What follows belongs to an exercise in optimizing a design on an open flow for small area; a production flow would make more cautious choices.
Where RTL was checked, it was by simulation tests only, not by an equivalence proof against the original.
Only the layout flow was run in runs 1 to 3; the RTL was not checked for function there.
No driver is modelled on the clock port, so clocking that relies on it looks cheaper here than on a real chip.
Power figures rest on the tool's default switching activity, not on a simulated workload.

### flow/flow/run.sh
#!/bin/bash
# Layout: the standard ORFS flow (standard.sh, standard synthesis
# unchanged) with these changes to how the layout is made:
#  - the port buffers are the smallest buffer, sky130_fd_sc_hd__buf_1
#    (every input and output port still gets its own buffer);
#  - after floorplan, flow/downsize.tcl gives each combinational cell its
#    smallest variant;
#  - before CTS, flow/pre_cts.tcl does the same to the buffers placement
#    added and reruns repair_design; CTS's repair_timing sizes up again
#    where timing needs it.
# make's full output goes to flow_make.log here; each ORFS step keeps its
# own log under orfs/logs/.
set -euo pipefail
export BUFFER_PORTS_ARGS="-buffer_cell sky130_fd_sc_hd__buf_1"
export POST_FLOORPLAN_TCL="$(pwd)/flow/downsize.tcl"
export PRE_CTS_TCL="$(pwd)/flow/pre_cts.tcl"
bash standard.sh > flow_make.log 2>&1
### flow/flow/downsize.tcl
# Run after floorplan (POST_FLOORPLAN_TCL): give every combinational cell
# the smallest-area variant of its own function (same cell family, same
# pins). Synthesis sizes cells blindly; the later ORFS steps (repair_design
# after placement, repair_timing after CTS and global routing) size up again
# wherever slew, capacitance or timing need it. Registers, tap cells and
# tie cells are left alone.
set n 0
foreach inst [get_cells *] {
  set master [get_property $inst ref_name]
  if {![regexp {^(sky130_fd_sc_hd__[a-z0-9]+)_([0-9]+)$} $master -> base sz]} { continue }
  if {[regexp {__(df|edf|sdf|dl|sdl|tap|conb|fill|decap|clk|probe|lpflow)} $base]} { continue }
  set best $master
  set best_area [get_property [get_lib_cells */$master] area]
  foreach lc [get_lib_cells */${base}_*] {
    set name [get_property $lc name]
    if {![regexp "^${base}_\[0-9\]+\$" $name]} { continue }
    if {[lsearch -exact $::env(DONT_USE_CELLS) $name] >= 0} { continue }
    set a [get_property $lc area]
    if {$a < $best_area} { set best $name; set best_area $a }
  }
  if {$best ne $master} {
    replace_cell $inst $best
    incr n
  }
}
puts "downsize.tcl: resized $n instances to their smallest variant"
### flow/flow/pre_cts.tcl
# Run before CTS (PRE_CTS_TCL): give every combinational cell and buffer the
# smallest-area variant of its own function, then let repair_design fix
# slew, capacitance and fanout again; CTS's repair_timing then sizes up
# what timing needs.
set n 0
foreach inst [get_cells *] {
  set master [get_property $inst ref_name]
  if {![regexp {^(sky130_fd_sc_hd__[a-z0-9]+)_([0-9]+)$} $master -> base sz]} { continue }
  if {[regexp {__(df|edf|sdf|dl|sdl|tap|conb|fill|decap|clk|probe|lpflow)} $base]} { continue }
  set best $master
  set best_area [get_property [get_lib_cells */$master] area]
  foreach lc [get_lib_cells */${base}_*] {
    set name [get_property $lc name]
    if {![regexp "^${base}_\[0-9\]+\$" $name]} { continue }
    if {[lsearch -exact $::env(DONT_USE_CELLS) $name] >= 0} { continue }
    set a [get_property $lc area]
    if {$a < $best_area} { set best $name; set best_area $a }
  }
  if {$best ne $master} {
    replace_cell $inst $best
    incr n
  }
}
puts "pre_cts.tcl: resized $n instances to their smallest variant"
estimate_parasitics -placement
repair_design
### flow/standard.sh
#!/bin/bash
# synth_recipe.tcl (not shown) runs the flow's synth.tcl, then flattens the netlist and writes it again
# the make line also repeats each setting of config.mk as NAME=value (left out here)
make -C /OpenROAD-flow-scripts/flow DESIGN_CONFIG=/design/flow/config.mk WORK_HOME=/design/flow/orfs CLKGATE_MAP_FILE= SYNTH_SCRIPT=/design/flow/synth_recipe.tcl "${@:-finish}"
### flow/config.mk
export PLATFORM = sky130hd
export DESIGN_NAME = pwm_timer
export DESIGN_NICKNAME = pwm_timer
export VERILOG_FILES = /design/flow/design.v
export SDC_FILE = /design/flow/constraint.sdc
export NUM_CORES = 4
export LEC_CHECK = 0
export CAP_MARGIN = 20
export CORE_MARGIN = 2
export CORE_UTILIZATION = 40
export CTS_CLUSTER_DIAMETER = 100
export CTS_CLUSTER_SIZE = 30
export SLEW_MARGIN = 20
export SYNTH_HIERARCHICAL = 1
### flow/constraint.sdc
create_clock -name core_clock -period 10.0 [get_ports {clk}]
set_input_delay 2.0000 -clock core_clock [delete_from_list [all_inputs] [get_ports {clk}]]
set_output_delay 2.0000 -clock core_clock [all_outputs]
set_load 0.01 [all_outputs]
### flow/design.v
module pwm_timer (
    input  wire        clk,
    input  wire        rst,           
    input  wire [17:0] cfg_per,       
    input  wire        cfg_edge,      
    input  wire        cfg_dbl,       
    input  wire [10:0] cfg_dt_rise,   
    input  wire [10:0] cfg_dt_fall,   
    input  wire        run,           
    input  wire        wr_en,         
    input  wire [2:0]  wr_sel,        
    input  wire [17:0] wr_data,
    input  wire        commit,        
    input  wire [1:0]  ovr,           
    output wire [2:0]  gh,            
    output wire [2:0]  gl,            
    output wire        bnd,           
    output wire        commit_pend,   
    output wire        f_miss,        
    output wire        f_safe         
);
    genvar gi, gb;
    reg  [17:0] r;
    reg         down;
    reg         pk;
    reg         vly;
    wire        idle = pk & ~down;
    wire        s_e  = cfg_edge;
    wire        s_c  = ~cfg_edge & ~down;
    wire [18:0] t;
    wire [17:0] nxn;             
    wire [17:0] eq;              
    wire [17:0] r_d;
    wire        term;
    wire        clr;
    assign t[0] = 1'b1;
    generate
        for (gi = 0; gi < 18; gi = gi + 1) begin : g_ctr
            wire y, lim;
            if (gi % 2 == 0) begin : g_even
                g_xor2  u_y  (.a(r[gi]), .b(down), .y(y));
                g_nand2 u_t  (.a(t[gi]), .b(y), .y(t[gi+1]));
                g_xnor2 u_nx (.a(r[gi]), .b(t[gi]), .y(nxn[gi]));
            end else begin : g_odd
                g_xnor2 u_y  (.a(r[gi]), .b(down), .y(y));
                g_nor2  u_t  (.a(t[gi]), .b(y), .y(t[gi+1]));
                g_xor2  u_nx (.a(r[gi]), .b(t[gi]), .y(nxn[gi]));
            end
            if (gi < 17) begin : g_lim
                g_a22o  u_l (.a1(s_e), .a2(cfg_per[gi]), .b1(s_c), .b2(cfg_per[gi+1]), .y(lim));
            end else begin : g_lim17
                g_and2  u_l (.a(s_e), .b(cfg_per[gi]), .y(lim));
            end
            g_xor2  u_eq (.a(nxn[gi]), .b(lim), .y(eq[gi]));
            g_nor2  u_d  (.a(clr), .b(nxn[gi]), .y(r_d[gi]));
        end
    endgenerate
    assign term = &eq;
    assign clr  = rst | ~run | (cfg_edge & term);
    assign bnd = run & (vly | (pk & down & cfg_dbl));
    always @(posedge clk) begin
        r    <= r_d;
        down <= ~rst & run & (down ^ (~cfg_edge & term));
        pk   <= rst | ~run | (~cfg_edge & ~down & term);
        vly  <= clr | (down & term);
    end
    reg  [17:0] sh [0:5];
    reg  [17:0] ac [0:5];
    reg         commit_bit;
    reg         z;
    wire        load = bnd & (commit_bit | commit);
    wire [17:0] wd   = wr_data & {18{~rst}};
    assign commit_pend = commit_bit;
    integer i;
    always @(posedge clk) begin
        for (i = 0; i < 6; i = i + 1)
            if (rst || (wr_en && wr_sel == i))
                sh[i] <= wd;
        for (i = 0; i < 6; i = i + 1)
            if (load)
                ac[i] <= sh[i];
        commit_bit <= !rst && !load && (commit || commit_bit);
        z          <= rst || (z && !load);
    end
    wire        dd   = cfg_dbl & down;
    wire        s_a  = ~dd;
    wire        s_ab = dd & ~load;
    wire        s_sb = dd & load;
    wire        dn   = ~down;
    wire [2:0]  req;
    generate
        for (gi = 0; gi < 3; gi = gi + 1) begin : g_cmp
            wire [18:0] c;
            wire [17:0] xn;
            assign c[0] = dn;
            for (gb = 0; gb < 18; gb = gb + 1) begin : g_bit
                g_a222oi u_x (.a1(ac[gi][gb]), .a2(s_a), .b1(ac[gi+3][gb]), .b2(s_ab),
                              .c1(sh[gi+3][gb]), .c2(s_sb), .y(xn[gb]));
                g_maj3   u_c (.a(r[gb]), .b(xn[gb]), .c(c[gb]), .y(c[gb+1]));
            end
            wire hit = (load & ~down) ? ~|sh[gi] :
                       (z & ~load)    ? 1'b1 : c[18];
            assign req[gi] = cfg_edge ^ hit;
        end
    endgenerate
    reg  [2:0]  qh_d, ql_d;
    reg  [10:0] nw [0:2];
    wire        o_h = run & (ovr == 2'd3);
    wire        o_l = run & (ovr == 2'd2);
    wire        o_n = run & (ovr == 2'd0);
    wire [2:0]  qh  = {3{o_h}} | ({3{o_n}} &  req);
    wire [2:0]  ql  = {3{o_l}} | ({3{o_n}} & ~req);
    wire [2:0]  wz;
    wire [10:0] nw_d [0:2];
    generate
        for (gi = 0; gi < 3; gi = gi + 1) begin : g_dt
            wire chg = (qh[gi] ^ qh_d[gi]) | (ql[gi] ^ ql_d[gi]);
            wire s_r = chg & qh[gi];
            wire s_f = chg & ql[gi];
            wire s_w = ~chg & ~wz[gi];
            wire [11:0] b;
            wire [10:0] dec;
            assign b[1]   = nw[gi][0];
            assign dec[0] = nw[gi][0];
            g_xnor2 u_d1 (.a(nw[gi][1]), .b(b[1]), .y(dec[1]));
            for (gb = 1; gb < 11; gb = gb + 2) begin : g_pair
                g_nand2 u_bn (.a(b[gb]), .b(nw[gi][gb]), .y(b[gb+1]));
                g_and3  u_b  (.a(b[gb]), .b(nw[gi][gb]), .c(nw[gi][gb+1]), .y(b[gb+2]));
                g_xor2  u_d0 (.a(nw[gi][gb+1]), .b(b[gb+1]), .y(dec[gb+1]));
                if (gb + 2 < 11) begin : g_d1
                    g_xnor2 u_d1 (.a(nw[gi][gb+2]), .b(b[gb+2]), .y(dec[gb+2]));
                end
            end
            assign wz[gi] = b[11];
            for (gb = 0; gb < 11; gb = gb + 1) begin : g_ld
                g_a222oi u_w (.a1(cfg_dt_rise[gb]), .a2(s_r), .b1(cfg_dt_fall[gb]), .b2(s_f),
                              .c1(dec[gb]), .c2(s_w), .y(nw_d[gi][gb]));
            end
        end
    endgenerate
    always @(posedge clk) begin
        for (i = 0; i < 3; i = i + 1)
            nw[i] <= nw_d[i];
        qh_d <= qh & {3{~rst}};
        ql_d <= ql & {3{~rst}};
    end
    assign gh = qh_d & wz;
    assign gl = ql_d & wz;
    reg [1:0] miss_cnt;
    reg       missed_once;
    reg       f_miss_r;
    reg       f_safe_r;
    wire       run_start = run && idle;
    wire       missed    = bnd && (ovr == 2'd0) && !(commit_bit || commit);
    wire       updated   = bnd && (ovr == 2'd0) &&  (commit_bit || commit);
    always @(posedge clk) begin
        if (rst || !run) begin
            miss_cnt    <= 2'd0;
            missed_once <= 1'b0;
        end else begin
            missed_once <= missed_once || missed;
            if (updated)
                miss_cnt <= 2'd0;
            else if (missed)
                miss_cnt <= {miss_cnt[1] | miss_cnt[0], miss_cnt[1] | ~miss_cnt[0]};
        end
        f_miss_r <= !rst && missed && !missed_once;
        f_safe_r <= !rst && ((f_safe_r && !run_start) || (missed && miss_cnt == 2'd3));
    end
    assign f_miss = f_miss_r;
    assign f_safe = f_safe_r;
endmodule
module g_xor2 (input wire a, input wire b, output wire y);
    assign y = a ^ b;
endmodule
module g_xnor2 (input wire a, input wire b, output wire y);
    assign y = ~(a ^ b);
endmodule
module g_nand2 (input wire a, input wire b, output wire y);
    assign y = ~(a & b);
endmodule
module g_nor2 (input wire a, input wire b, output wire y);
    assign y = ~(a | b);
endmodule
module g_and2 (input wire a, input wire b, output wire y);
    assign y = a & b;
endmodule
module g_and3 (input wire a, input wire b, input wire c, output wire y);
    assign y = a & b & c;
endmodule
module g_a22o (input wire a1, input wire a2, input wire b1, input wire b2, output wire y);
    assign y = (a1 & a2) | (b1 & b2);
endmodule
module g_a222oi (input wire a1, input wire a2, input wire b1, input wire b2,
                 input wire c1, input wire c2, output wire y);
    assign y = ~((a1 & a2) | (b1 & b2) | (c1 & c2));
endmodule
module g_maj3 (input wire a, input wire b, input wire c, output wire y);
    assign y = (a & b) | (a & c) | (b & c);
endmodule
==> flow_metrics.env, run 1 <==
export IMPL_critical_path_class="in2reg"
export IMPL_grt_pass1_wl_mm=42.91
export IMPL_swShare_pct=24.70
export IMPL_num_io_pins=80
export IMPL_hold_path_class="reg2reg"
export IMPL_min_to="ac[1][1]"
export IMPL_netSwitchingPower_w=0.0005970
export IMPL_wirelength_mm=28.14
export IMPL_max_stage_delay_ns=0.59
export IMPL_worst_pin_slew_ns=1.080
export IMPL_powerDensity_mw_per_mm2=183.5
export IMPL_drc_errors=0
export IMPL_grt_total_usage_pct=18.05
export IMPL_r2r_slack_ns=0.74
export IMPL_final_cells=1313
export IMPL_rows=62
export IMPL_dp_cells=1282
export IMPL_vias_per_cell=5.764
export IMPL_ff_latch_area_mm2=0.007828
export IMPL_skew_ns=0.01862
export IMPL_hold_violations=0
export IMPL_crit_path_top_delay_cell="or4_4"
export IMPL_synth_ff_type="edfxtp_1"
export IMPL_cts_buffers=13
export IMPL_port_buffers=79
export IMPL_core_mm2=0.02870
export IMPL_clk_pin_slew_worst_paths_ns=0.12
export IMPL_hp_start="sh[1][1]"
export IMPL_tritoncts="built"
export IMPL_worstPathMaxFanout=6
export IMPL_place_worst_setup_slack_ns=-1.327
export IMPL_p_comb_share_pct=13.1
export IMPL_synthCells=786
export IMPL_drive_above_1_share_pct=13.15
export IMPL_reg2reg_depth=28
export IMPL_setup_worst_path_end_class="flip-flop"
export IMPL_layout_common_cells="216 x edfxtp_1, 100 x buf_1, 87 x a222oi_1"
export IMPL_power_frac_seq_pct=61.4
export IMPL_syn_avg_cell_area_um2=14.83
export IMPL_setup_viol=0
export IMPL_initial_core_util_pct=40.62
export IMPL_ant_nets=0
export IMPL_clk_latency_ns=0.49
export IMPL_drt_pass1_iterations=12
export IMPL_gp_congestion=0.7900
export IMPL_fin_crit_ns=9.791
export IMPL_reg2reg_from="down"
export IMPL_timing_final_crit_share_pct=97.91
export IMPL_power_internal_w=0.001820
export IMPL_cts_sinks=283
export IMPL_syn_area_mm2=0.01166
export IMPL_synthToLayoutAreaGrowth_pct=13.01
export IMPL_synth_cell_types=55
export IMPL_hold_depth=0
export IMPL_synth_edf_count=216
export IMPL_cp_top_family="adder cells"
export IMPL_timing_rr_end="nw[0][2]"
export IMPL_ctsHoldBuffers=0
export IMPL_dieHeight_um=174.7
export IMPL_dieArea_mm2=0.03053
export IMPL_antenna_found_initial=1
export IMPL_vias=7568
export IMPL_cp_num_buf_inv=2
export IMPL_grt_pass1_vias=7330
export IMPL_status="timing/DRC/antenna clean"
export IMPL_critPathMostFrequentCell="maj3_2"
export IMPL_fmax_mhz=102.1
export IMPL_cap_violations=0
export IMPL_vdd_ir_drop_max_mv=0.1591
export IMPL_grt_max_degree=60
export IMPL_worst_ep_required_time_ns=10.38
export IMPL_clkPwrFrac_pct=25.5
export IMPL_maxSlewViolCount=0
export IMPL_wl_per_cell_um=21.43
export IMPL_drtIter0Drc=1048
export IMPL_worst_slew_margin_rel_pct=28.03
export IMPL_async_flop_share_pct=0
export IMPL_grt_setup_unrepaired="true"
export IMPL_dpl_hpwl_mm=18.56
export IMPL_yosys_warnings=13
export IMPL_final_common_cell="edfxtp_1"
export IMPL_overflow=0
export IMPL_power_leakage_nw=4.274
export IMPL_setup_ws_ns=0.2089
export IMPL_fin_nets=992
export IMPL_multi_input_area_mm2=0.003849
export IMPL_critPathLaunchType="input port"
export IMPL_crit_arrival_ns=10.18
export IMPL_fp_dieW_um=174.7
export IMPL_ys_seq_elements=283
export IMPL_nFillCells=2643
export IMPL_ys_seq_area_share_pct=67.14
==> worst register-to-register path, delay by kind of cell (launching register included) <==
family	cells	cell delay (ns)
DFF	1	0.40
buffers and inverters	1	0.62
AOI/OAI and AO/OA	4	0.76
adders and majority gates	18	5.66
and+or+nand+nor	5	1.71
==> how the worst max path moves through the flow <==
stage	from	end	depth (start not counted)
4_1_cts	cfg_dbl	nw[1][1]	32
2_1_floorplan	cfg_dbl	nw[1][0]	30
5_1_grt	commit	nw[1][2]	31
3_5_place_dp	cfg_dbl	nw[1][1]	32
6_report	commit	nw[0][2]	30
3_3_place_gp	cfg_dbl	nw[1][0]	32
==> power groups by stage <==
stage          Clock (W)  Sequential, W  Combinational (W)
2_1_floorplan          0        0.00149           0.000231
3_3_place_gp           0        0.00150           0.000304
3_5_place_dp           0        0.00151           0.000309
4_1_cts         0.000633        0.00148           0.000314
5_1_grt         0.000663        0.00150           0.000348
6_report        0.000616        0.00148           0.000318
==> layer usage <==
| layer | global-route usage [%] | vias to the layer above | routed length, µm | part of all wire (%) |
|---|---|---|---|---|
| met3 | 2.872 | 20 | 1954 | 6.9 |
| met4 | 3.333 | 2 | 272 | 0.97 |
| met2 | 28.80 | 283 | 12990 | 46 |
| met5 | 0 | - | 13 | 0.046 |
| met1 | 26.37 | 3778 | 12910 | 46 |
| li1 | - | 3485 | - | - |
==> what timing repair did <==
action                     in CTS  in global routing
gates cloned                    3                  0
pin swaps                      37                 50
gates resized for setup        78                 26
buffers inserted                3                  3
setup endpoints to repair      39                 34
==> logic make-up after synthesis <==
logic type                 count (synthesis)  share of synthesized area [%]
other                                      1                        0.03216
AOI/OAI and AO/OA                        149                          11.55
muxes                                      3                         0.2576
DFF                                      283                          67.14
buffers and inverters                     19                         0.6761
xor gates and xnor gates                  83                          6.235
adders and majority gates                 54                          5.216
and+or+nand+nor                          194                          8.897
==> stage by stage <==
step	hold slack [ns]	utilization (%)	total power, W	area (µm²)	setup TNS [ns]
after floorplan	0.3972	-	0.001720	11750	-114.86
after global placement	0.4101	43.97	0.001808	12620	-41.83
after detailed placement	0.4066	43.97	0.001820	12620	-44.84
after CTS	0.4376	45.54	0.002430	13070	0
after global routing	0.4561	45.89	0.002510	13170	-0.2284
final	0.4414	45.90	0.002417	13180	0
==> cell type report <==
type | instances | area share (%)
Clock buffer | 18 | 2.612
Inverter | 7 | 0.2279
Tap cell | 384 | 3.647
Timing Repair Buffer | 130 | 4.587
Clock inverter | 3 | 0.2849
Antenna cell | 1 | 0.01899
Sequential cell | 283 | 59.41
Multi-Input combinational cell | 487 | 29.21
==> sequential cells by signal (all words and copies together) (netlist names), 2 cells and up <==
name and flops:
miss_cnt 2, sh 108, ql_d 3, nw 33, r 18, qh_d 3, ac 108
==> Yosys stat by module, one instance, submodules excluded <==
module     cell area, µm²  times used
g_a222oi            10.01          87
g_a22o              8.758          17
g_and2              6.256           1
g_and3              6.256          15
g_maj3              11.26          54
g_nand2             3.754          24
g_nor2              3.754          26
g_xnor2             8.758          32
g_xor2              8.758          51
pwm_timer            9016           1
==> cell usage after synthesis, types with 2 or more instances <==
| cell type | count | area [µm²] |
|---|---|---|
| edfxtp_1 | 216 | 6486 |
| a222oi_1 | 87 | 870.8 |
| dfxtp_1 | 67 | 1341 |
| maj3_2 | 54 | 608.1 |
| nor2_1 | 51 | 191.4 |
| xor2_1 | 51 | 446.7 |
| nand2_1 | 36 | 135.1 |
| xnor2_1 | 32 | 280.3 |
| nor2b_1 | 22 | 137.6 |
| and3_1 | 18 | 112.6 |
| a22o_1 | 17 | 148.9 |
| nor4_1 | 14 | 87.58 |
| o21ai_0 | 11 | 55.05 |
| nor3_1 | 10 | 50.05 |
| nand3_1 | 9 | 45.04 |
| a21oi_1 | 7 | 35.03 |
| and2_1 | 7 | 43.79 |
| clkbuf_1 | 7 | 26.28 |
| inv_1 | 7 | 26.28 |
| nand4_1 | 7 | 43.79 |
| a21o_1 | 4 | 30.03 |
| o211ai_1 | 4 | 30.03 |
| a31o_2 | 3 | 26.28 |
| and4_1 | 3 | 26.28 |
| buf_2 | 3 | 15.01 |
| mux2i_1 | 3 | 30.03 |
| nor3b_1 | 3 | 22.52 |
| a2111o_1 | 2 | 22.52 |
| and4b_1 | 2 | 20.02 |
| nand2b_1 | 2 | 12.51 |
| o22ai_1 | 2 | 12.51 |
| o31ai_1 | 2 | 15.01 |
==> inputs of run 2 (changes only) <==
--- a/flow/config.mk
+++ b/flow/config.mk
@@ -9,5 +9,5 @@
 export CORE_MARGIN = 2
-export CORE_UTILIZATION = 40
-export CTS_CLUSTER_DIAMETER = 100
-export CTS_CLUSTER_SIZE = 30
+export CORE_UTILIZATION = 60
+export CTS_CLUSTER_DIAMETER = 90
+export CTS_CLUSTER_SIZE = 36
 export SLEW_MARGIN = 20
==> run 2 against run 1 <==
  * Fmax is 0.17% lower
  * Non-clock buffer count is 10 higher
  * Cell count fell by 8.9%
  * First-iteration DRC count is 24% higher
  * Clock skew shrank 0.0051 ns
  * Register-to-register slack better by 0.02 ns
  * Flip-flop and latch count stayed put
  * Critical path depth unchanged
  * Critical endpoint is now nw[1][8]
  * Highest routed layer is now met4
==> flow_metrics.env, run 2 <==
export IMPL_status="timing/DRC/antenna clean"
export IMPL_synth_cell_types=55
export IMPL_worst_pin_slew_ns=1.090
export IMPL_clk_pin_slew_worst_paths_ns=0.12
export IMPL_ys_seq_area_share_pct=67.14
export IMPL_grt_pass1_wl_mm=41.64
export IMPL_critPathMostFrequentCell="maj3_2"
export IMPL_dieHeight_um=143.4
export IMPL_dieArea_mm2=0.02056
export IMPL_maxSlewViolCount=0
export IMPL_overflow=0
export IMPL_clk_latency_ns=0.49
export IMPL_drt_pass1_iterations=11
export IMPL_vdd_ir_drop_max_mv=0.1468
export IMPL_synth_most_common_cell="edfxtp_1"
export IMPL_synth_top_area_cell="edfxtp_1"
export IMPL_hold_ws_ns=0.4582
export IMPL_fmax_mhz=102.0
export IMPL_grt_max_degree=38
export IMPL_wl_per_cell_um=23.83
export IMPL_finalPower_w=0.002427
export IMPL_num_io_pins=80
export IMPL_syn_area_mm2=0.01166
export IMPL_setup_ws_ns=0.1924
export IMPL_antenna_found_initial=0
export IMPL_netlist_top_cells_area="edfxtp_1 56%, dfxtp_1 12%, a222oi_1 7.5%, maj3_2 5.2%, xor2_1 3.8%"
export IMPL_power_leakage_nw=4.315
export IMPL_skew_ns=0.01347
export IMPL_crit_path_top_delay_cell="or4_4"
export IMPL_final_cells=1196
export IMPL_vias_per_cell=6.471
export IMPL_layout_common_cells="216 x edfxtp_1, 103 x buf_1, 87 x a222oi_1"
export IMPL_ant_nets=0
export IMPL_hold_path_class="reg2reg"
export IMPL_port_buffers=79
export IMPL_synth_top_cells_by_count="216 x edfxtp_1, 87 x a222oi_1, 67 x dfxtp_1"
export IMPL_synthCells=786
export IMPL_grt_total_usage_pct=26.95
export IMPL_fin_crit_ns=9.808
export IMPL_crit_arrival_ns=10.20
export IMPL_initial_core_util_pct=61.71
export IMPL_yosysTopAreaCellShare_pct=55.63
export IMPL_cap_violations=0
export IMPL_synth_ff_type="edfxtp_1"
export IMPL_fp_dieW_um=143.4
export IMPL_async_flop_share_pct=0
export IMPL_final_common_cell="edfxtp_1"
export IMPL_tritoncts="built"
export IMPL_critPathLaunchType="input port"
export IMPL_fin_nets=1001
export IMPL_grt_pass1_vias=7302
export IMPL_ys_seq_elements=283
export IMPL_grt_setup_unrepaired="true"
export IMPL_ff_latch_area_mm2=0.007828
export IMPL_worst_ep_required_time_ns=10.39
export IMPL_ctsHoldBuffers=0
export IMPL_timing_final_crit_share_pct=98.08
export IMPL_rows=50
export IMPL_antennaDiodeCount=0
export IMPL_max_stage_delay_ns=0.52
export IMPL_dp_cells=1155
export IMPL_gp_congestion=0.9138
export IMPL_vias=7739
export IMPL_synth_edf_count=216
export IMPL_hold_violations=0
export IMPL_setup_worst_path_end_class="flip-flop"
export IMPL_multi_input_area_mm2=0.003876
export IMPL_r2r_slack_ns=0.76
export IMPL_yosys_warnings=13
export IMPL_worst_slew_margin_rel_pct=27.31
export IMPL_drive_above_1_share_pct=14.42
export IMPL_place_worst_setup_slack_ns=-1.361
export IMPL_setup_viol=0
export IMPL_critical_path_class="in2reg"
export IMPL_syn_avg_cell_area_um2=14.83
export IMPL_synthToLayoutAreaGrowth_pct=12.67
export IMPL_core_mm2=0.01889
export IMPL_powerDensity_mw_per_mm2=184.7
export IMPL_wirelength_mm=28.50
export IMPL_drc_errors=0
export IMPL_reg_top3="ac: 108 flops, sh: 108 flops, nw: 33 flops"
export IMPL_worstPathMaxFanout=6
export IMPL_nFillCells=1366
export IMPL_drtIter0Drc=1302
export IMPL_dpl_hpwl_mm=18.74
export IMPL_cts_buffers=12
export IMPL_cts_sinks=283
==> run 2: cell count changes in the layout (fill, tap and decap cells not counted), sizes merged <==
cell / delta
bufinv: -1
buf: +15
clkbuf: -8
clkinv: +3
diode: -1
inv: -1
==> run 2: what timing repair did <==
action / in CTS / in global routing
gates cloned: 1 / 2
setup buffers: 13 / 4
pin swaps: 17 / 47
endpoints found under the setup margin: 37 / 37
gates resized for setup: 40 / 81
==> run 2: worst paths after layout <==
path                  from  endpoint  cells after the start
setup / recovery    commit  nw[1][8]                     30
hold / removal    sh[5][9]  ac[5][9]                      0
setup reg to reg      down  nw[1][8]                     28
hold reg to reg   sh[5][9]  ac[5][9]                      0
==> run 2: through the flow <==
step           util [%]  instance area (µm²)  setup TNS, ns
6_report          69.53                13140              0
5_1_grt           69.53                13140        -0.1274
4_1_cts           68.16                12880         -12.31
3_5_place_dp      65.86                12440         -38.83
3_3_place_gp      65.86                12440         -34.09
2_1_floorplan         -                11750        -114.86
==> run 2: logic make-up (layout without fill, tap and decap cells) <==
logic type	count (synthesis)	in the layout	synth area share (%)
flops	283	283	67.14
simple gates	194	196	8.897
compound gates	149	149	11.55
xor+xnor	83	83	6.235
fa+ha+maj	54	54	5.216
buf+inv	19	166	0.6761
mux	3	3	0.2576
other cells	1	2	0.03216
==> run 2: worst max-delay path, delay by kind of cell <==
kind | cells | cell delay [ns]
compound gates | 4 | 0.74
fa+ha+maj | 18 | 5.66
buf+inv | 2 | 0.19
simple gates | 6 | 1.59
==> run 2: area by class of cell <==
type / count / share of cell area (%)
inverters: 7 / 0.2286
well taps: 260 / 2.476
repair buffers: 140 / 5.258
clock buffers: 15 / 2.534
flip-flops and latches: 283 / 59.59
clock inverters: 4 / 0.4096
multi-input cells: 487 / 29.51
==> run 2: metal layers <==
| metal | GRT usage, % | part of all wire, % | wire [µm] | up-vias |
|---|---|---|---|---|
| met1 | 40.55 | 43 | 12300 | 3819 |
| met4 | 7.379 | 2.3 | 648 | 0 |
| met2 | 41.78 | 46 | 13140 | 380 |
| met5 | 0 | 0 | 0 | - |
| met3 | 3.632 | 8.5 | 2414 | 39 |
| li1 | - | - | - | 3501 |
==> run 2: where the power goes <==
group / internal, W / switching, W
combinational: 0.000156 / 0.000178
sequential: 0.00141 / 0.0000789
clock: 0.000251 / 0.000354
==> run 2: per-module statistics from Yosys (local to each module, per instance), excerpt <==
module / copies in the design / cell area [µm²] / flops+latches / cells inside
g_nand2: 24 / 3.754 / 0 / 1
g_and2: 1 / 6.256 / 0 / 1
g_a222oi: 87 / 10.01 / 0 / 1
g_nor2: 26 / 3.754 / 0 / 1
g_xor2: 51 / 8.758 / 0 / 1
g_xnor2: 32 / 8.758 / 0 / 1
pwm_timer: 1 / 9016 / 283 / 479
g_a22o: 17 / 8.758 / 0 / 1
g_and3: 15 / 6.256 / 0 / 1
==> inputs of run 3 (changes only) <==
--- a/flow/config.mk
+++ b/flow/config.mk
@@ -9,5 +9,6 @@
 export CORE_MARGIN = 2
-export CORE_UTILIZATION = 60
-export CTS_CLUSTER_DIAMETER = 90
-export CTS_CLUSTER_SIZE = 36
+export CORE_UTILIZATION = 40
+export CTS_BUF_LIST = sky130_fd_sc_hd__clkbuf_8
+export CTS_CLUSTER_DIAMETER = 60
+export CTS_CLUSTER_SIZE = 16
 export SLEW_MARGIN = 20
==> run 3 against run 2 <==
  * Still clean on timing, DRC and antenna
  * Setup slack better by 0.018 ns
  * Clock skew increased by 0.016 ns
  * Via count fell by 0.75%
  * Synthesized cell count did not move
  * Worst hold slack worse by 0.014 ns
  * Sequential power about the same
  * Routed wire length grew 0.57%
  * Cell count up 12%
  * Fmax is 0.18% higher
  * Critical endpoint is now nw[1][2]
==> flow_metrics.env, run 3 <==
export IMPL_synth_top_area_cell="edfxtp_1"
export IMPL_clk_latency_ns=0.58
export IMPL_hold_depth=0
export IMPL_drc_errors=0
export IMPL_ys_seq_elements=283
export IMPL_critical_path_class="in2reg"
export IMPL_place_worst_setup_slack_ns=-1.327
export IMPL_crit_path_top_delay_cell="or4_4"
export IMPL_overflow=0
export IMPL_stdcell_area_mm2=0.01344
export IMPL_hp_start="sh[1][1]"
export IMPL_yosysTopAreaCellShare_pct=55.63
export IMPL_dieArea_mm2=0.03053
export IMPL_nFillCells=2620
export IMPL_busiest_layer="met2"
export IMPL_grt_pass1_vias=7459
export IMPL_clk_pin_slew_worst_paths_ns=0.09
export IMPL_met3_usage_pct=3.873
export IMPL_syn_avg_cell_area_um2=14.83
export IMPL_async_flop_share_pct=0
export IMPL_drt_pass1_iterations=9
export IMPL_ys_seq_area_share_pct=67.14
export IMPL_reg2reg_from="down"
export IMPL_syn_area_mm2=0.01166
export IMPL_synth_top_cells_by_count="216 x edfxtp_1, 87 x a222oi_1, 67 x dfxtp_1"
export IMPL_drtIter0Drc=946
export IMPL_cap_violations=0
export IMPL_antenna_found_initial=1
export IMPL_grt_pass1_wl_mm=43.46
export IMPL_rows=62
export IMPL_timing_final_crit_share_pct=97.90
export IMPL_dpl_hpwl_mm=18.56
export IMPL_final_cells=1341
export IMPL_hold_violations=0
export IMPL_maxSlewViolCount=0
export IMPL_fmax_mhz=102.1
export IMPL_dieHeight_um=174.7
export IMPL_finalSetupTns_ns=0
export IMPL_power_leakage_nw=4.415
export IMPL_status="timing/DRC/antenna clean"
export IMPL_grt_max_degree=60
export IMPL_fin_nets=1008
export IMPL_num_io_pins=80
export IMPL_setup_worst_path_start="cfg_dbl"
export IMPL_yosys_warnings=13
export IMPL_cts_buffers=27
export IMPL_r2r_slack_ns=0.64
export IMPL_ant_nets=0
export IMPL_synth_edf_count=216
export IMPL_initial_core_util_pct=40.62
export IMPL_synthToLayoutAreaGrowth_pct=15.27
export IMPL_grt_total_usage_pct=18.32
export IMPL_wirelength_mm=28.66
export IMPL_vias=7681
export IMPL_synth_cell_types=55
export IMPL_gp_congestion=0.7900
export IMPL_tritoncts="built"
export IMPL_powerDensity_mw_per_mm2=193.9
export IMPL_grtUsageMet1_pct=26.30
export IMPL_fin_crit_ns=9.790
export IMPL_cts_sinks=283
export IMPL_layout_common_cells="216 x edfxtp_1, 100 x buf_1, 87 x a222oi_1"
export IMPL_crit_arrival_ns=10.26
export IMPL_min_to="ac[1][1]"
export IMPL_worst_slew_margin_rel_pct=27.52
export IMPL_fp_dieW_um=174.7
export IMPL_worst_ep_required_time_ns=10.47
export IMPL_final_common_cell="edfxtp_1"
export IMPL_ctsHoldBuffers=0
export IMPL_vdd_ir_drop_max_mv=0.1494
export IMPL_synth_ff_type="edfxtp_1"
export IMPL_worstPathMaxFanout=6
export IMPL_placed_cell_area_mm2=0.01262
export IMPL_core_mm2=0.02870
export IMPL_setup_viol=0
export IMPL_reg_top3="ac: 108 flops, sh: 108 flops, nw: 33 flops"
export IMPL_netlist_top_cells_area="edfxtp_1 56%, dfxtp_1 12%, a222oi_1 7.5%, maj3_2 5.2%, xor2_1 3.8%"
export IMPL_setup_ws_ns=0.2099
export IMPL_skew_ns=0.02925
export IMPL_critPathMostFrequentCell="maj3_2"
export IMPL_dp_cells=1282
export IMPL_synth_most_common_cell="edfxtp_1"
export IMPL_worst_pin_slew_ns=1.087
export IMPL_grtUsageMet2_pct=28.92
export IMPL_drive_above_1_share_pct=15.59
export IMPL_max_stage_delay_ns=0.56
export IMPL_port_buffers=79
export IMPL_vias_per_cell=5.728
export IMPL_synthCells=786
export IMPL_timing_rr_end="nw[1][2]"
export IMPL_grt_setup_unrepaired="true"
export IMPL_critPathLaunchType="input port"
export IMPL_reg2reg_depth=29
export IMPL_wl_per_cell_um=21.38
export IMPL_hold_path_class="reg2reg"
export IMPL_setup_worst_path_end_class="flip-flop"
run 3: cell count changes in the layout (fill, tap and decap cells not counted), moves of 3 or more:
cell and delta:
clkbuf_8 +29, clkbuf_16 -13, buf_4 -9, buf_6 -4, buf_1 -3, buf_2 +3, bufinv_16 +3, clkbuf_4 +3
inv_4 +3, maj3_1 +3, maj3_2 -3
run 3: routing by layer:
layer	vias up	part of all wire, %	wire [µm]
met5	-	0.045	13
met4	2	1.3	359
met3	36	8.3	2377
met2	316	46	13120
met1	3794	45	12800
li1	3533	-	-
run 3: logic make-up after synthesis:
kind of cell / count (synthesis) / share of synthesized area [%]
adders and majority gates: 54 / 5.216
and+or+nand+nor: 194 / 8.897
muxes: 3 / 0.2576
DFF: 283 / 67.14
other: 1 / 0.03216
AOI/OAI and AO/OA: 149 / 11.55
xor gates and xnor gates: 83 / 6.235
buffers and inverters: 19 / 0.6761
run 3: worst max path at each step:
stage | to | slack, ns | cells past startpoint
after detailed placement | nw[1][1] | -1.33 | 32
final | nw[1][2] | 0.21 | 32
after global routing | nw[2][2] | -0.06 | 34
after floorplan | nw[1][0] | -3.10 | 30
after global placement | nw[1][0] | -1.27 | 32
after CTS | nw[2][2] | 0.006 | 34
run 3: per-module statistics from Yosys, one instance, submodules excluded, excerpt:
module | cells inside | cell area, µm² | flops+latches
g_nand2 | 1 | 3.754 | 0
g_and3 | 1 | 6.256 | 0
g_maj3 | 1 | 11.26 | 0
g_xor2 | 1 | 8.758 | 0
g_xnor2 | 1 | 8.758 | 0
g_nor2 | 1 | 3.754 | 0
g_a222oi | 1 | 10.01 | 0
run 3: cell type report:
cell class	count	area (µm²)	area share, %
sequential	283	7828	58.24
clock buffer	29	399.1	2.970
clock inverter	18	222.7	1.657
antenna	1	2.502	0.01862
inverter	7	30.03	0.2234
multi-input combinational	487	3860	28.72
timing repair buffer	132	616.8	4.590
tap	384	480.5	3.575
run 3: per-stage QoR:
stage	util [%]	power, W	hold slack (ns)
final	46.82	0.002606	0.4441
after global routing	46.81	0.002712	0.4493
after CTS	46.29	0.002618	0.4358
after detailed placement	43.97	0.001820	0.4066
after global placement	43.97	0.001808	0.4101
after floorplan	-	0.001720	0.3972
run 3: what timing repair did:
action | in CTS | in global routing
cloned | 3 | 0
resized for setup | 66 | 37
pin swaps | 29 | 41
endpoints found under the setup margin | 39 | 34
setup buffers | 3 | 5
run 3: where the power goes:
part	internal (W)	switching (W)
Combinational	0.000151	0.000170
Clock	0.000376	0.000426
Sequential	0.00141	0.0000751
Total	0.00193	0.000671
run 3: worst max-delay path: cells and delay by family:
family	cells	cell delay, ns
AND/OR/NAND/NOR	6	1.50
buffers and inverters	3	0.35
AO/OA/AOI/OAI	5	0.81
adder cells (fa/ha/maj)	18	5.59
==> inputs of run 4 (changes only) <==
--- a/flow/design.v
+++ b/flow/design.v
@@ -84,8 +84,12 @@
     end
+    wire        cm   = commit_bit | commit;
     wire        dd   = cfg_dbl & down;
+    wire        lp   = pk & dd & cm;
     wire        s_a  = ~dd;
-    wire        s_ab = dd & ~load;
-    wire        s_sb = dd & load;
+    wire        s_ab = dd & ~lp;
     wire        dn   = ~down;
-    wire [2:0]  req;
+    wire        lv   = load & ~down;     
+    wire        nlv  = ~lv;
+    wire        zl   = z & ~load;
+    wire [2:0]  hit;
     generate
@@ -97,8 +101,7 @@
                 g_a222oi u_x (.a1(ac[gi][gb]), .a2(s_a), .b1(ac[gi+3][gb]), .b2(s_ab),
-                              .c1(sh[gi+3][gb]), .c2(s_sb), .y(xn[gb]));
+                              .c1(sh[gi+3][gb]), .c2(lp), .y(xn[gb]));
                 g_maj3   u_c (.a(r[gb]), .b(xn[gb]), .c(c[gb]), .y(c[gb+1]));
             end
-            wire hit = (load & ~down) ? ~|sh[gi] :
-                       (z & ~load)    ? 1'b1 : c[18];
-            assign req[gi] = cfg_edge ^ hit;
+            wire hx = lv ? ~|sh[gi] : zl;
+            g_a21o u_h (.a1(c[18]), .a2(nlv), .b1(hx), .y(hit[gi]));
         end
@@ -110,4 +113,7 @@
     wire        o_n = run & (ovr == 2'd0);
-    wire [2:0]  qh  = {3{o_h}} | ({3{o_n}} &  req);
-    wire [2:0]  ql  = {3{o_l}} | ({3{o_n}} & ~req);
+    wire        qh1 = o_h | (o_n & ~cfg_edge);
+    wire        ql1 = o_l | (o_n &  cfg_edge);
+    wire        qh0 = o_h | (o_n &  cfg_edge);
+    wire        ql0 = o_l | (o_n & ~cfg_edge);
+    wire [2:0]  qh, ql;
     wire [2:0]  wz;
@@ -116,6 +122,13 @@
         for (gi = 0; gi < 3; gi = gi + 1) begin : g_dt
-            wire chg = (qh[gi] ^ qh_d[gi]) | (ql[gi] ^ ql_d[gi]);
-            wire s_r = chg & qh[gi];
-            wire s_f = chg & ql[gi];
-            wire s_w = ~chg & ~wz[gi];
+            wire nh   = ~qh_d[gi] | ql_d[gi];       
+            wire nl   =  qh_d[gi] | ~ql_d[gi];      
+            wire nn   =  qh_d[gi] | ql_d[gi];       
+            wire chg1 = qh1 ? nh : ql1 ? nl : nn;
+            wire chg0 = qh0 ? nh : ql0 ? nl : nn;
+            wire s_r, s_f, s_w;
+            g_mux2i u_sr (.a(~(qh0 & nh)), .b(~(qh1 & nh)), .s(hit[gi]), .y(s_r));
+            g_mux2i u_sf (.a(~(ql0 & nl)), .b(~(ql1 & nl)), .s(hit[gi]), .y(s_f));
+            g_mux2i u_sw (.a(chg0 | wz[gi]), .b(chg1 | wz[gi]), .s(hit[gi]), .y(s_w));
+            assign qh[gi] = hit[gi] ? qh1 : qh0;
+            assign ql[gi] = hit[gi] ? ql1 : ql0;
             wire [11:0] b;
@@ -197,2 +210,8 @@
 endmodule
+module g_mux2i (input wire a, input wire b, input wire s, output wire y);
+    assign y = ~(s ? b : a);
+endmodule
+module g_a21o (input wire a1, input wire a2, input wire b1, output wire y);
+    assign y = (a1 & a2) | b1;
+endmodule
 module g_maj3 (input wire a, input wire b, input wire c, output wire y);
--- a/flow/flow/run.sh
+++ b/flow/flow/run.sh
@@ -16,2 +16,3 @@
 export PRE_CTS_TCL="$(pwd)/flow/pre_cts.tcl"
+export CTS_ARGS="-sink_clustering_enable -repair_clock_nets -sink_clustering_size 30 -sink_clustering_max_diameter 100 -dont_use_dummy_load"
 bash standard.sh > flow_make.log 2>&1
--- a/flow/config.mk
+++ b/flow/config.mk
@@ -10,5 +10,4 @@
 export CORE_UTILIZATION = 40
-export CTS_BUF_LIST = sky130_fd_sc_hd__clkbuf_8
-export CTS_CLUSTER_DIAMETER = 60
-export CTS_CLUSTER_SIZE = 16
+export CTS_CLUSTER_DIAMETER = 100
+export CTS_CLUSTER_SIZE = 30
 export SLEW_MARGIN = 20
==> run 4 against run 3 <==
  * Clock skew shrank 0.010 ns
  * Flip-flop and latch count unchanged
  * Total power is 8.9% lower
  * Register-to-register slack improved by 0.50 ns
  * Clock power is 29% lower
  * Cell area fell by 3.5%
  * Cell count decreased by 4.1%
  * Synthesized cell count fell by 1.4%
  * Worst hold slack improved by 0.0021 ns
  * Combinational power about the same
  * Fmax up 0.44%
  * Largest cell class unchanged
==> flow_metrics.env, run 4 <==
export IMPL_status="timing/DRC/antenna clean"
export IMPL_clk_pin_slew_worst_paths_ns=0.11
export IMPL_power_leakage_nw=4.224
export IMPL_drive_above_1_share_pct=7.761
export IMPL_final_util_pct=45.31
export IMPL_dieArea_mm2=0.03042
export IMPL_worstPathMaxFanout=15
export IMPL_place_worst_setup_slack_ns=-0.5078
export IMPL_final_common_cell="edfxtp_1"
export IMPL_synthAdderAreaFrac_pct=5.235
export IMPL_syn_avg_cell_area_um2=14.99
export IMPL_reg_top3="ac: 108 flops, sh: 108 flops, nw: 33 flops"
export IMPL_grt_setup_unrepaired="false"
export IMPL_synth_most_common_cell="edfxtp_1"
export IMPL_worst_pin_slew_ns=1.115
export IMPL_cp_top_family="adder cells"
export IMPL_critPathMostFrequentCell="maj3_1"
export IMPL_cap_violations=0
export IMPL_synth_top_cells_by_count="216 x edfxtp_1, 87 x a222oi_1, 67 x dfxtp_1"
export IMPL_synthCells=775
export IMPL_synth_xor_area_share_pct=6.710
export IMPL_grtUsageMet1_pct=25.61
export IMPL_synth_top_area_cell="edfxtp_1"
export IMPL_skew_ns=0.01901
export IMPL_busiest_layer="met2"
export IMPL_hold_path_class="reg2reg"
export IMPL_syn_area_mm2=0.01162
export IMPL_vdd_ir_drop_max_mv=0.08998
export IMPL_setup_viol=0
export IMPL_async_flop_share_pct=0
export IMPL_timing_final_crit_share_pct=97.47
export IMPL_core_mm2=0.02863
export IMPL_maxSlewViolCount=0
export IMPL_grt_total_usage_pct=17.72
export IMPL_netlist_top_cells_area="edfxtp_1 56%, dfxtp_1 12%, a222oi_1 7.5%, maj3_2 5.2%, xor2_1 3.8%"
export IMPL_ant_nets=0
export IMPL_fin_nets=974
export IMPL_synth_top_family_by_area="compound AO/OA/AOI/OAI gates"
export IMPL_synth_simple_area_share_pct=8.057
export IMPL_initial_core_util_pct=40.58
export IMPL_max_stage_delay_ns=0.39
export IMPL_synthToLayoutAreaGrowth_pct=11.64
export IMPL_synth_mux_area_share_pct=1.465
export IMPL_vias=7279
export IMPL_hold_violations=0
export IMPL_synth_compound_area_share_pct=10.75
export IMPL_synth_ff_type="edfxtp_1"
export IMPL_cp_num_buf_inv=5
export IMPL_nFillCells=2585
export IMPL_clk_latency_ns=0.49
export IMPL_grtUsageMet2_pct=28.67
export IMPL_grt_pass1_vias=7059
export IMPL_ys_seq_elements=283
export IMPL_gp_congestion=0.7923
export IMPL_overflow=0
export IMPL_port_buffers=79
export IMPL_synth_edf_count=216
export IMPL_drtIter0Drc=1086
export IMPL_wirelength_mm=27.89
export IMPL_met3_usage_pct=2.581
export IMPL_ys_seq_area_share_pct=67.38
export IMPL_tritoncts="built"
export IMPL_wl_per_cell_um=21.69
export IMPL_ctsHoldBuffers=0
export IMPL_fin_crit_ns=9.747
export IMPL_synth_cell_types=41
export IMPL_cts_buffers=13
export IMPL_hold_ws_ns=0.4462
export IMPL_cts_sinks=283
export IMPL_grt_max_degree=53
export IMPL_fmax_mhz=102.6
export IMPL_yosys_warnings=13
export IMPL_fp_dieW_um=174.4
export IMPL_num_io_pins=80
export IMPL_yosysTopAreaCellShare_pct=55.84
export IMPL_drc_errors=0
export IMPL_setup_ws_ns=0.2532
export IMPL_grt_pass1_wl_mm=41.45
export IMPL_antenna_found_initial=0
export IMPL_worst_slew_margin_rel_pct=25.65
export IMPL_crit_arrival_ns=10.10
export IMPL_layout_common_cells="216 x edfxtp_1, 87 x a222oi_1, 85 x buf_1"
export IMPL_worst_ep_required_time_ns=10.35
export IMPL_dpl_hpwl_mm=18.74
export IMPL_crit_path_top_delay_cell="maj3_1"
export IMPL_powerDensity_mw_per_mm2=183.1
export IMPL_rows=62
export IMPL_drt_pass1_iterations=10
export IMPL_dieHeight_um=174.4
export IMPL_critPathLaunchType="input port"
export IMPL_setup_worst_path_end_class="flip-flop"
export IMPL_critical_path_class="in2reg"
export IMPL_vias_per_cell=5.660
export IMPL_antennaDiodeCount=0
-- run 4: cell count changes after synthesis, sizes merged, moves of 6 or more --
cell | before | now
mux2i | 3 | 17
nand2 | 36 | 44
xnor2 | 32 | 38
nor2 | 51 | 45
a31oi | 1 | 7
nand2b | 2 | 10
-- run 4: modules after synthesis (local to each module, per instance) --
module	cells	times used	area [µm²]
g_a21o	1	3	7.507
g_xnor2	1	32	8.758
pwm_timer	456	1	8861
g_xor2	1	51	8.758
g_maj3	1	54	11.26
g_and2	1	1	6.256
g_mux2i	1	9	10.01
g_nand2	1	24	3.754
g_and3	1	15	6.256
g_a222oi	1	87	10.01
g_nor2	1	26	3.754
g_a22o	1	17	8.758
-- run 4: layer usage --
layer / share of wire (%) / wire, µm
met3: 6.8 / 1890
met2: 47 / 13000
met1: 45 / 12570
met5: 0 / 0
met4: 1.6 / 437
-- run 4: final timing paths --
| path | start | to | slack [ns] | cells past startpoint |
|---|---|---|---|---|
| max | cfg_dbl | nw[0][10] | 0.25 | 28 |
| min | missed_once | f_miss_r | 0.45 | 1 |
| max reg2reg | down | nw[0][10] | 1.14 | 25 |
| min reg2reg | missed_once | f_miss_r | 0.45 | 1 |
-- run 4: logic make-up (layout without fill, tap and decap cells) --
kind of cell               after synthesis  after routing
buffers and inverters                   11            137
and+or+nand+nor                        183            183
muxes                                   17             17
DFF                                    283            283
xor gates and xnor gates                89             89
AOI/OAI and AO/OA                      137            137
other                                    1              2
adders and majority gates               54             54
-- run 4: power by group --
| group | internal (W) | switching [W] |
|---|---|---|
| combinational | 0.000152 | 0.000168 |
| sequential | 0.00141 | 0.0000778 |
| clock | 0.000236 | 0.000330 |
-- run 4: cell type report --
type                            instances  area (µm²)  area share (%)
Clock buffer                           13       325.3           2.508
Inverter                                5       18.77          0.1447
Multi-Input combinational cell        482        3721           28.69
Sequential cell                       283        7828           60.36
Tap cell                              384       480.5           3.705
Timing Repair Buffer                  119       595.6           4.592
-- run 4: timing repair --
action | CTS | global route
endpoints found under the setup margin | 39 | 33
pin swaps | 0 | 7
cloned | 0 | 3
resized for setup | 33 | 34
setup buffers | 0 | 3
-- run 4: stage by stage --
step,instances,TNS (ns),total power [W],instance area (µm²)
2_1_floorplan,776,0,0.001738,11790
3_3_place_gp,1265,-14.21,0.001823,12580
3_5_place_dp,1265,-17.00,0.001834,12580
4_1_cts,1281,0,0.002386,12870
5_1_grt,1286,0,0.002474,12970
6_report,1286,0,0.002375,12970
==> inputs of run 5 (changes only) <==
--- a/flow/config.mk
+++ b/flow/config.mk
@@ -7,3 +7,3 @@
 export LEC_CHECK = 0
-export CAP_MARGIN = 20
+export CAP_MARGIN = 5
 export CORE_MARGIN = 2
@@ -12,3 +12,3 @@
 export CTS_CLUSTER_SIZE = 30
-export SLEW_MARGIN = 20
+export SLEW_MARGIN = 5
 export SYNTH_HIERARCHICAL = 1
==> run 5 against run 4 <==
  * Count of clock-buffer cells in the layout stayed put
  * Cell area hardly changed
  * First-iteration DRC count is the same
  * Die area is the same
  * Register-to-register slack is essentially flat
  * Still clean on timing, DRC and antenna
  * Largest cell class unchanged
  * Highest routed layer unchanged
  * Utilization about the same
==> flow_metrics.env, run 5 <==
export IMPL_crit_arrival_ns=10.10
export IMPL_reg_top3="ac: 108 flops, sh: 108 flops, nw: 33 flops"
export IMPL_grt_pass1_vias=7059
export IMPL_hold_violations=0
export IMPL_setup_ws_ns=0.2554
export IMPL_dieArea_mm2=0.03042
export IMPL_antenna_found_initial=0
export IMPL_clk_pin_slew_worst_paths_ns=0.11
export IMPL_grt_total_usage_pct=17.72
export IMPL_wl_met2_mm=13.00
export IMPL_antennaDiodeCount=0
export IMPL_dpl_hpwl_mm=18.74
export IMPL_netSwitchingPower_w=0.0005748
export IMPL_setup_viol=0
export IMPL_dieHeight_um=174.4
export IMPL_final_common_cell="edfxtp_1"
export IMPL_clkPwrFrac_pct=23.8
export IMPL_ys_seq_elements=283
export IMPL_yosys_warnings=13
export IMPL_yosysTopAreaCellShare_pct=55.84
export IMPL_grt_setup_unrepaired="false"
export IMPL_timing_final_crit_share_pct=97.45
export IMPL_worst_ep_required_time_ns=10.35
export IMPL_drive_above_1_share_pct=7.539
export IMPL_p_comb_share_pct=13.4
export IMPL_fin_nets=974
export IMPL_maxSlewViolCount=0
export IMPL_critical_path_class="in2reg"
export IMPL_initial_core_util_pct=40.58
export IMPL_port_buffers=79
export IMPL_vias=7252
export IMPL_place_worst_setup_slack_ns=-0.5078
export IMPL_hold_depth=1
export IMPL_timing_rr_end="nw[0][10]"
export IMPL_wirelength_mm=27.74
export IMPL_ctsHoldBuffers=0
export IMPL_tritoncts="built"
export IMPL_worst_slew_margin_rel_pct=13.60
export IMPL_r2r_slack_ns=1.15
export IMPL_async_flop_share_pct=0
export IMPL_power_internal_w=0.001799
export IMPL_wl_met3_mm=1.867
export IMPL_ant_nets=0
export IMPL_setup_worst_path_end_class="flip-flop"
export IMPL_highest_layer="met4"
export IMPL_reg2reg_from="down"
export IMPL_gp_congestion=0.7923
export IMPL_syn_avg_cell_area_um2=14.99
export IMPL_cap_violations=0
export IMPL_worstPathMaxFanout=15
export IMPL_synth_ff_type="edfxtp_1"
export IMPL_hp_start="missed_once"
export IMPL_fp_dieW_um=174.4
export IMPL_hold_path_class="reg2reg"
export IMPL_wl_met1_mm=12.44
export IMPL_power_frac_seq_pct=62.7
export IMPL_min_to="f_miss_r"
export IMPL_syn_area_mm2=0.01162
export IMPL_reg2reg_depth=25
export IMPL_swShare_pct=24.21
export IMPL_layout_common_cells="216 x edfxtp_1, 87 x a222oi_1, 87 x buf_1"
export IMPL_synth_cell_types=41
export IMPL_cts_buffers=13
export IMPL_synth_top_cells_by_count="216 x edfxtp_1, 87 x a222oi_1, 67 x dfxtp_1"
export IMPL_critPathLaunchType="input port"
export IMPL_skew_ns=0.01809
export IMPL_vias_per_cell=5.639
export IMPL_power_leakage_nw=4.218
export IMPL_synth_most_common_cell="edfxtp_1"
export IMPL_worst_pin_slew_ns=1.296
export IMPL_drc_errors=0
export IMPL_grt_max_degree=53
export IMPL_grt_pass1_wl_mm=41.45
export IMPL_num_io_pins=80
export IMPL_netlist_top_cells_area="edfxtp_1 56%, dfxtp_1 12%, a222oi_1 7.5%, maj3_2 5.2%, xor2_1 3.8%"
export IMPL_vdd_ir_drop_max_mv=0.09018
export IMPL_drtIter0Drc=1086
export IMPL_final_util_pct=45.30
export IMPL_clk_latency_ns=0.48
export IMPL_synth_top_area_cell="edfxtp_1"
export IMPL_fmax_mhz=102.6
export IMPL_hold_ws_ns=0.4461
export IMPL_rows=62
export IMPL_drt_pass1_iterations=9
export IMPL_final_cells=1286
export IMPL_synth_edf_count=216
export IMPL_dp_cells=1265
export IMPL_status="timing/DRC/antenna clean"
export IMPL_synthCells=775
export IMPL_finalSetupTns_ns=0
export IMPL_fin_crit_ns=9.745
export IMPL_ys_seq_area_share_pct=67.38
export IMPL_powerDensity_mw_per_mm2=183.1
export IMPL_core_mm2=0.02863
export IMPL_overflow=0
export IMPL_cts_sinks=283
export IMPL_synthToLayoutAreaGrowth_pct=11.62
export IMPL_wl_per_cell_um=21.57
run 5: cell families (layout without fill, tap and decap cells):
family	count (synthesis)	in the layout	synth area share, %
fa+ha+maj	54	54	5.235
xor+xnor	89	89	6.710
simple gates	183	183	8.057
buf+inv	11	137	0.3662
other cells	1	2	0.03228
mux	17	17	1.465
compound gates	137	137	10.75
flops	283	283	67.38
run 5: worst max-delay path, stage by stage:
cell	delay (ns)
clkbuf_4	0.14
nand2_2	0.08
clkbuf_4	0.19
buf_8	0.17
a222oi_1	0.12
maj3_1	0.35
maj3_1	0.39
maj3_1	0.37
maj3_1	0.36
maj3_1	0.36
maj3_2	0.34
maj3_1	0.37
maj3_1	0.37
maj3_2	0.32
maj3_2	0.32
maj3_1	0.36
maj3_2	0.33
maj3_1	0.37
maj3_1	0.36
maj3_1	0.37
maj3_1	0.37
maj3_1	0.37
maj3_1	0.36
a21o_1	0.24
buf_4	0.15
mux2i_1	0.24
buf_2	0.24
a222oi_1	0.08
run 5: worst max path at each step:
stage / start / to / slack, ns / depth (start not counted)
floorplan: cfg_dbl / nw[0][10] / 0.01 / 24
global placement: commit / nw[0][8] / -0.47 / 28
detailed placement: cfg_dbl / nw[0][3] / -0.51 / 27
CTS: commit / nw[0][8] / 0.01 / 28
global route: cfg_dbl / nw[2][10] / 0.007 / 27
finish: cfg_dbl / nw[0][10] / 0.26 / 28
run 5: metrics by stage:
stage	area (µm²)	total power [W]
after floorplan	11790	0.001738
after global routing	12970	0.002474
after global placement	12580	0.001823
after detailed placement	12580	0.001834
after CTS	12870	0.002386
final	12970	0.002374
run 5: power by group through the flow:
stage          registers [W]  logic, W  clock network (W)
6_report             0.00149  0.000319           0.000566
5_1_grt              0.00150  0.000352           0.000618
4_1_cts              0.00149  0.000315           0.000583
3_5_place_dp         0.00152  0.000318                  0
3_3_place_gp         0.00151  0.000313                  0
2_1_floorplan        0.00149  0.000244                  0
run 5: final cells by class:
| cell class | instances | area, µm² |
|---|---|---|
| flip-flops and latches | 283 | 7828 |
| well taps | 384 | 480.5 |
| repair buffers | 119 | 593.1 |
| clock buffers | 13 | 325.3 |
| inverters | 5 | 18.77 |
| fillers | 2587 | 15660 |
| multi-input cells | 482 | 3721 |
run 5: repair_timing:
action                                 4_1_cts  5_1_grt
setup buffers                                0        3
endpoints found under the hold margin        0        0
resized for setup                           33       34
gates cloned                                 0        3
pin swaps                                    0        7
setup endpoints to repair                   39       33
run 5: layer usage:
metal,vias up,GRT usage [%]
li1,3398,-
met1,3590,25.61
met2,241,28.67
met3,23,2.581
met4,0,3.396
met5,-,0
run 5: modules after synthesis (local to each module, per instance), excerpt:
module,cells,copies in the design,cell area (µm²),flops+latches
g_a22o,1,17,8.758,0
g_nor2,1,26,3.754,0
g_xnor2,1,32,8.758,0
g_xor2,1,51,8.758,0
g_maj3,1,54,11.26,0
g_and2,1,1,6.256,0
g_a21o,1,3,7.507,0
g_and3,1,15,6.256,0
pwm_timer,456,1,8861,283
g_mux2i,1,9,10.01,0
g_nand2,1,24,3.754,0
==> inputs of run 6 (changes only) <==
--- a/flow/flow/run.sh
+++ b/flow/flow/run.sh
@@ -16,3 +16,2 @@
 export PRE_CTS_TCL="$(pwd)/flow/pre_cts.tcl"
-export CTS_ARGS="-sink_clustering_enable -repair_clock_nets -sink_clustering_size 30 -sink_clustering_max_diameter 100 -dont_use_dummy_load"
 bash standard.sh > flow_make.log 2>&1
--- a/flow/config.mk
+++ b/flow/config.mk
@@ -7,3 +7,3 @@
 export LEC_CHECK = 0
-export CAP_MARGIN = 5
+export CAP_MARGIN = 20
 export CORE_MARGIN = 2
@@ -12,3 +12,3 @@
 export CTS_CLUSTER_SIZE = 30
-export SLEW_MARGIN = 5
+export SLEW_MARGIN = 20
 export SYNTH_HIERARCHICAL = 1
==> run 6 against run 5 <==
  * Setup slack better by 0.013 ns
  * Utilization is 0.21 points higher
  * Flip-flop and latch count stayed put
==> flow_metrics.env, run 6 <==
export IMPL_status="timing/DRC/antenna clean"
export IMPL_synth_top_cells_by_count="216 x edfxtp_1, 87 x a222oi_1, 67 x dfxtp_1"
export IMPL_cap_violations=0
export IMPL_clkPwrFrac_pct=25.0
export IMPL_fmax_mhz=102.8
export IMPL_critical_path_class="in2reg"
export IMPL_async_flop_share_pct=0
export IMPL_critPathLaunchType="input port"
export IMPL_ys_seq_area_share_pct=67.38
export IMPL_wl_met1_mm=12.76
export IMPL_netSwitchingPower_w=0.0005926
export IMPL_critPathMostFrequentCell="maj3_1"
export IMPL_worst_pin_slew_ns=1.132
export IMPL_synth_most_common_cell="edfxtp_1"
export IMPL_syn_avg_cell_area_um2=14.99
export IMPL_cts_buffers=13
export IMPL_num_io_pins=80
export IMPL_fin_nets=975
export IMPL_netlist_top_cells_area="edfxtp_1 56%, dfxtp_1 12%, a222oi_1 7.5%, maj3_2 5.2%, xor2_1 3.8%"
export IMPL_overflow=0
export IMPL_fp_dieW_um=174.4
export IMPL_p_comb_share_pct=13.4
export IMPL_hold_violations=0
export IMPL_power_internal_w=0.001821
export IMPL_powerDensity_mw_per_mm2=185.3
export IMPL_max_stage_delay_ns=0.39
export IMPL_synth_ff_type="edfxtp_1"
export IMPL_drc_errors=0
export IMPL_power_frac_seq_pct=61.7
export IMPL_synth_edf_count=216
export IMPL_hold_path_class="reg2reg"
export IMPL_synthCells=775
export IMPL_synthToLayoutAreaGrowth_pct=12.13
export IMPL_setup_viol=0
export IMPL_vdd_ir_drop_max_mv=0.09593
export IMPL_syn_area_mm2=0.01162
export IMPL_antenna_found_initial=0
export IMPL_drtIter0Drc=954
export IMPL_dieArea_mm2=0.03042
export IMPL_clk_latency_ns=0.49
export IMPL_dpl_hpwl_mm=18.74
export IMPL_grt_max_degree=53
export IMPL_gp_congestion=0.7923
export IMPL_final_common_cell="edfxtp_1"
export IMPL_crit_arrival_ns=10.12
export IMPL_synth_cell_types=41
export IMPL_worst_slew_margin_rel_pct=24.53
export IMPL_vias_per_cell=5.616
export IMPL_skew_ns=0.01346
export IMPL_yosys_warnings=13
export IMPL_grt_pass1_wl_mm=41.57
export IMPL_wl_per_cell_um=21.65
export IMPL_rows=62
export IMPL_highest_layer="met4"
export IMPL_crit_path_top_delay_cell="maj3_1"
export IMPL_worstPathMaxFanout=7
export IMPL_synth_top_area_cell="edfxtp_1"
export IMPL_placed_cell_area_mm2=0.01258
export IMPL_tritoncts="built"
export IMPL_swShare_pct=24.55
export IMPL_yosysTopAreaCellShare_pct=55.84
export IMPL_port_buffers=79
export IMPL_antennaDiodeCount=0
export IMPL_reg_top3="ac: 108 flops, sh: 108 flops, nw: 33 flops"
export IMPL_final_util_pct=45.50
export IMPL_ys_seq_elements=283
export IMPL_stdcell_area_mm2=0.01303
export IMPL_vias=7273
export IMPL_worst_ep_required_time_ns=10.39
export IMPL_setup_worst_path_end_class="flip-flop"
export IMPL_cp_top_family="adder cells"
export IMPL_wl_met3_mm=1.650
export IMPL_fin_crit_ns=9.732
export IMPL_initial_core_util_pct=40.58
export IMPL_maxSlewViolCount=0
export IMPL_cp_num_buf_inv=4
export IMPL_timing_final_crit_share_pct=97.32
export IMPL_grt_total_usage_pct=17.76
export IMPL_dieHeight_um=174.4
export IMPL_clk_pin_slew_worst_paths_ns=0.11
export IMPL_drt_pass1_iterations=6
export IMPL_cts_sinks=283
export IMPL_wirelength_mm=28.04
export IMPL_power_leakage_nw=4.248
export IMPL_core_mm2=0.02863
export IMPL_drive_above_1_share_pct=8.123
export IMPL_layout_common_cells="216 x edfxtp_1, 87 x a222oi_1, 86 x buf_1"
export IMPL_ant_nets=0
export IMPL_ctsHoldBuffers=0
export IMPL_grt_pass1_vias=7083
export IMPL_wl_met2_mm=13.19
-- run 6: cell counts after synthesis --
Identical to the previous run, type by type.
-- run 6: power by group through the flow --
stage	registers (W)	clock network (W)	logic (W)
finish	0.00149	0.000603	0.000322
global route	0.00150	0.000657	0.000354
CTS	0.00149	0.000619	0.000315
detailed placement	0.00152	0	0.000318
global placement	0.00151	0	0.000313
floorplan	0.00149	0	0.000244
-- run 6: timing repair --
| item | CTS | global route |
|---|---|---|
| pin swaps | 2 | 8 |
| gates resized for setup | 33 | 34 |
| setup endpoints to repair | 39 | 33 |
| gates cloned | 0 | 4 |
| buffers inserted | 0 | 2 |
-- run 6: worst paths after layout --
| path | start | to | slack [ns] | cells after the start |
|---|---|---|---|---|
| min | missed_once | f_miss_r | 0.45 | 1 |
| max | commit | nw[0][3] | 0.27 | 29 |
| min reg2reg | missed_once | f_miss_r | 0.45 | 1 |
| max reg2reg | down | nw[0][3] | 1.17 | 25 |
-- run 6: kinds of logic after synthesis --
| kind of cell | count (synthesis) | synth area share, % |
|---|---|---|
| multiplexers | 17 | 1.465 |
| other | 1 | 0.03228 |
| XOR/XNOR | 89 | 6.710 |
| AND/OR/NAND/NOR | 183 | 8.057 |
| flip-flops | 283 | 67.38 |
| AO/OA/AOI/OAI | 137 | 10.75 |
| adder cells (fa/ha/maj) | 54 | 5.235 |
| buffers and inverters | 11 | 0.3662 |
-- run 6: per-layer routing --
metal / track usage (%) / vias up
li1: - / 3403
met1: 25.75 / 3631
met2: 28.74 / 216
met3: 2.472 / 23
met4: 3.396 / 0
met5: 0 / -
-- run 6: per-module statistics from Yosys, one instance, submodules excluded --
| module | copies in the design | cells inside |
|---|---|---|
| g_nand2 | 24 | 1 |
| g_xnor2 | 32 | 1 |
| pwm_timer | 1 | 456 |
| g_and3 | 15 | 1 |
| g_and2 | 1 | 1 |
| g_a21o | 3 | 1 |
| g_maj3 | 54 | 1 |
| g_nor2 | 26 | 1 |
| g_a22o | 17 | 1 |
| g_a222oi | 87 | 1 |
| g_mux2i | 9 | 1 |
| g_xor2 | 51 | 1 |
-- run 6: through the flow --
stage / setup TNS [ns] / hold slack, ns / cells / setup slack (ns) / total power (W)
CTS: 0 / 0.4524 / 1289 / 0.02149 / 0.002423
detailed placement: -17.00 / 0.4272 / 1265 / -0.5078 / 0.001834
floorplan: 0 / 0.3976 / 776 / 0.01005 / 0.001738
global route: -0.005749 / 0.4520 / 1295 / -0.005749 / 0.002515
finish: 0 / 0.4458 / 1295 / 0.2684 / 0.002414
global placement: -14.21 / 0.4260 / 1265 / -0.4693 / 0.001823
-- run 6: cell type report --
cell class	count	area (µm²)
clock buffers	19	357.8
clock inverters	2	20.02
fillers	2584	15600
inverters	5	18.77
multi-input cells	482	3725
flip-flops and latches	283	7828
well taps	384	480.5
repair buffers	120	595.6

## port drivers added, routing unchanged
The results above use ideal ports. As a check the final layouts listed here were re-extracted and re-timed, cells and wires unchanged.
Step 1, drivers: a clkbuf_16 drives clk and a buf_2 each remaining input, both assumed.
Step 2 adds t to the input delays and takes it off the output delays; t is the mean of the earliest and latest rising clock arrival at the registers after step 1. Input paths then give back, and output paths get back, about the clock's delay inside the block.
Slacks: no drivers / after step 1 / after step 2; pairs: no drivers / after step 1.
run	t, ns	setup WS [ns]	worst data-port slew with drivers (ns)
run 1	0.526	0.209 / 0.203 / -0.323	0.07
run 2	0.536	0.192 / 0.217 / -0.320	0.06
run 3	0.608	0.210 / 0.202 / -0.406	0.07
run 4	0.526	0.253 / 0.282 / -0.243	0.04
run 5	0.525	0.255 / 0.284 / -0.241	0.04
run 6	0.529	0.268 / 0.289 / -0.240	0.04
Met with ideal ports but missed after step 2: setup timing in every run listed. The setup slack of run 3, which loses most, moves by -0.008 ns with the drivers and by -0.616 ns with both steps.
